Source: an optimization exercise on an open RTL-to-GDS flow (aim: small area and few clock cycles per item). Production flows keep margins and buffers that such runs may drop. In this exercise RTL edits were held to simulation tests only and were not proved equivalent to the original.

## rs_c3_enc
module rs_c3_enc (
    input  wire        clk,
    input  wire        rst,
    input  wire        in_valid,
    output wire        in_ready,
    input  wire [15:0] in_data,
    output wire        out_valid,
    input  wire        out_ready,
    output wire [15:0] out_data,
    output wire        out_last
);
Settings: LEC_CHECK=0, CAP_MARGIN=20, CORE_MARGIN=2, CORE_UTILIZATION=55, PLACE_DENSITY=0.7, SETUP_SLACK_MARGIN=0.1, SLEW_MARGIN=20; clock period 4.0 ns.
standard.sh (not shown) runs the stock make flow with config.mk's settings and CLKGATE_MAP_FILE= SYNTH_SCRIPT=/design/flow/synth_recipe.tcl, a recipe that flattens the netlist after the stock synthesis.
==> flow/flow/run.sh <==
#!/bin/bash
# The standard layout (standard.sh) with two changes:
#  - ABC maps the logic with an area-oriented structural mapping (&nf) (flow/abc.script), so
#    the XOR network written in the RTL is kept as it is;
#  - extra ORFS make variables from flow/extra.sh (placement/CTS options).
# Each tool's output goes to the ORFS logs under orfs/logs; make's own output
# goes to make.log.
set -euo pipefail
HERE=$(pwd)
cat > my_synth.tcl <<EOF
proc abc {args} {
  set i [lsearch -exact \$args -script]
  if {\$i >= 0} { set args [lreplace \$args [expr {\$i+1}] [expr {\$i+1}] $HERE/flow/abc.script] }
  yosys abc {*}\$args
}
source $HERE/synth_recipe.tcl
EOF
{
  cat flow/extra.sh
  sed -e "s#SYNTH_SCRIPT=[^ ]*#SYNTH_SCRIPT=$HERE/my_synth.tcl#" \
      -e 's#"\${@:-finish}"#"${EXTRA[@]}" "${@:-finish}"#' standard.sh
} > my_standard.sh
bash my_standard.sh > make.log 2>&1
==> flow/flow/abc.script <==
&get -n
&st
&dch -f
&nf -R 1000
&put
==> flow/flow/extra.sh <==
EXTRA=("BUFFER_PORTS_ARGS=-buffer_cell sky130_fd_sc_hd__buf_1" "CTS_ARGS=-sink_clustering_enable -repair_clock_nets -dont_use_dummy_load -sink_clustering_size 20 -sink_clustering_max_diameter 100")
Testbench counts at the start, summed over its fixed seeds: cycles 49,280, words 192.
Then changed:
--- a/flow/design.v
+++ b/flow/design.v
@@ -6,18 +6,20 @@
     input  wire [15:0] in_data,
     output wire        out_valid,
     input  wire        out_ready,
     output wire [15:0] out_data,
     output wire        out_last
 );
+    localparam integer K    = 240;
     localparam integer NPAR = 16;
     reg [15:0] q [1:NPAR-1];
     reg [15:0] fbd;
-    reg [7:0]  cnt;
+    reg        emitting;    
     reg        flushing;    
-    wire       emitting = &cnt[7:4];
+    reg [7:0]  in_cnt;
+    reg [3:0]  out_cnt;
     wire [15:0] qn [1:NPAR-1];
     wire [15:0] top;
     wire x0 = fbd[8] ^ fbd[15];
     wire x1 = fbd[9] ^ fbd[14];
     wire x2 = fbd[3] ^ fbd[11];
     wire x3 = fbd[4] ^ fbd[12];
@@ -925,18 +927,32 @@
             fbd  <= fb;
             for (k = 1; k < NPAR; k = k + 1) q[k] <= qn[k];
         end
     end
     always @(posedge clk) begin
         if (rst) begin
-            cnt      <= 8'd240;
+            emitting <= 1'b1;
             flushing <= 1'b1;
-        end else if (en) begin
-            cnt <= cnt + 8'd1;
-            if (&cnt) flushing <= 1'b0;
+            in_cnt   <= 8'd0;
+            out_cnt  <= 4'd0;
+        end else if (take) begin
+            if (in_cnt == K - 1) begin
+                in_cnt   <= 8'd0;
+                emitting <= 1'b1;
+            end else begin
+                in_cnt <= in_cnt + 8'd1;
+            end
+        end else if (shift) begin
+            if (out_cnt == NPAR - 1) begin
+                out_cnt  <= 4'd0;
+                emitting <= 1'b0;
+                flushing <= 1'b0;
+            end else begin
+                out_cnt <= out_cnt + 4'd1;
+            end
         end
     end
     assign in_ready  = !emitting;
     assign out_valid = emitting && !flushing;
     assign out_data  = top;
-    assign out_last  = &cnt;
+    assign out_last  = out_cnt == NPAR - 1;
 endmodule
- die area increases by 1.6%
- non-clock buffer count is lower by 12
- core utilization is about the same
- global-route usage came out lower by 0.49 points
- design area rose by 0.89%
- hold slack gains 0.046 ns
Testbench counts after the change, summed over its fixed seeds: cycles 49,280, words 192.

-- what the ideal ports hide --
The flow's constraints put no driver on any port. The routed layouts listed below were extracted and timed again, unchanged, in two steps. Step 1 (the two cells are an assumption about what drives the block):
set clk [get_ports {clk}]
set_driving_cell -lib_cell sky130_fd_sc_hd__clkbuf_16 $clk
set_driving_cell -lib_cell sky130_fd_sc_hd__buf_2 [delete_from_list [all_inputs] $clk]
Step 2 also shifts input and output timing later by t, the mid clock arrival at the registers, as if the neighbouring blocks saw the same clock. a / b / c = ideal ports / drivers / drivers and shift; a / b = the first two.
| run | t (ns) | slack for setup (ns) | hold WS [ns] | slew at the worst register clock pin (ns) | pins driven straight from the clock port |
|---|---|---|---|---|---|
| the first run | 0.548 | 0.168 / 0.116 / 0.231 | 0.451 / 0.451 / 0.451 | 0.10 / 0.10 | 1 |
| the second run | 0.556 | 0.137 / 0.120 / 0.137 | 0.496 / 0.496 / 0.496 | 0.10 / 0.10 | 1 |
After both steps every run listed still meets setup and hold.
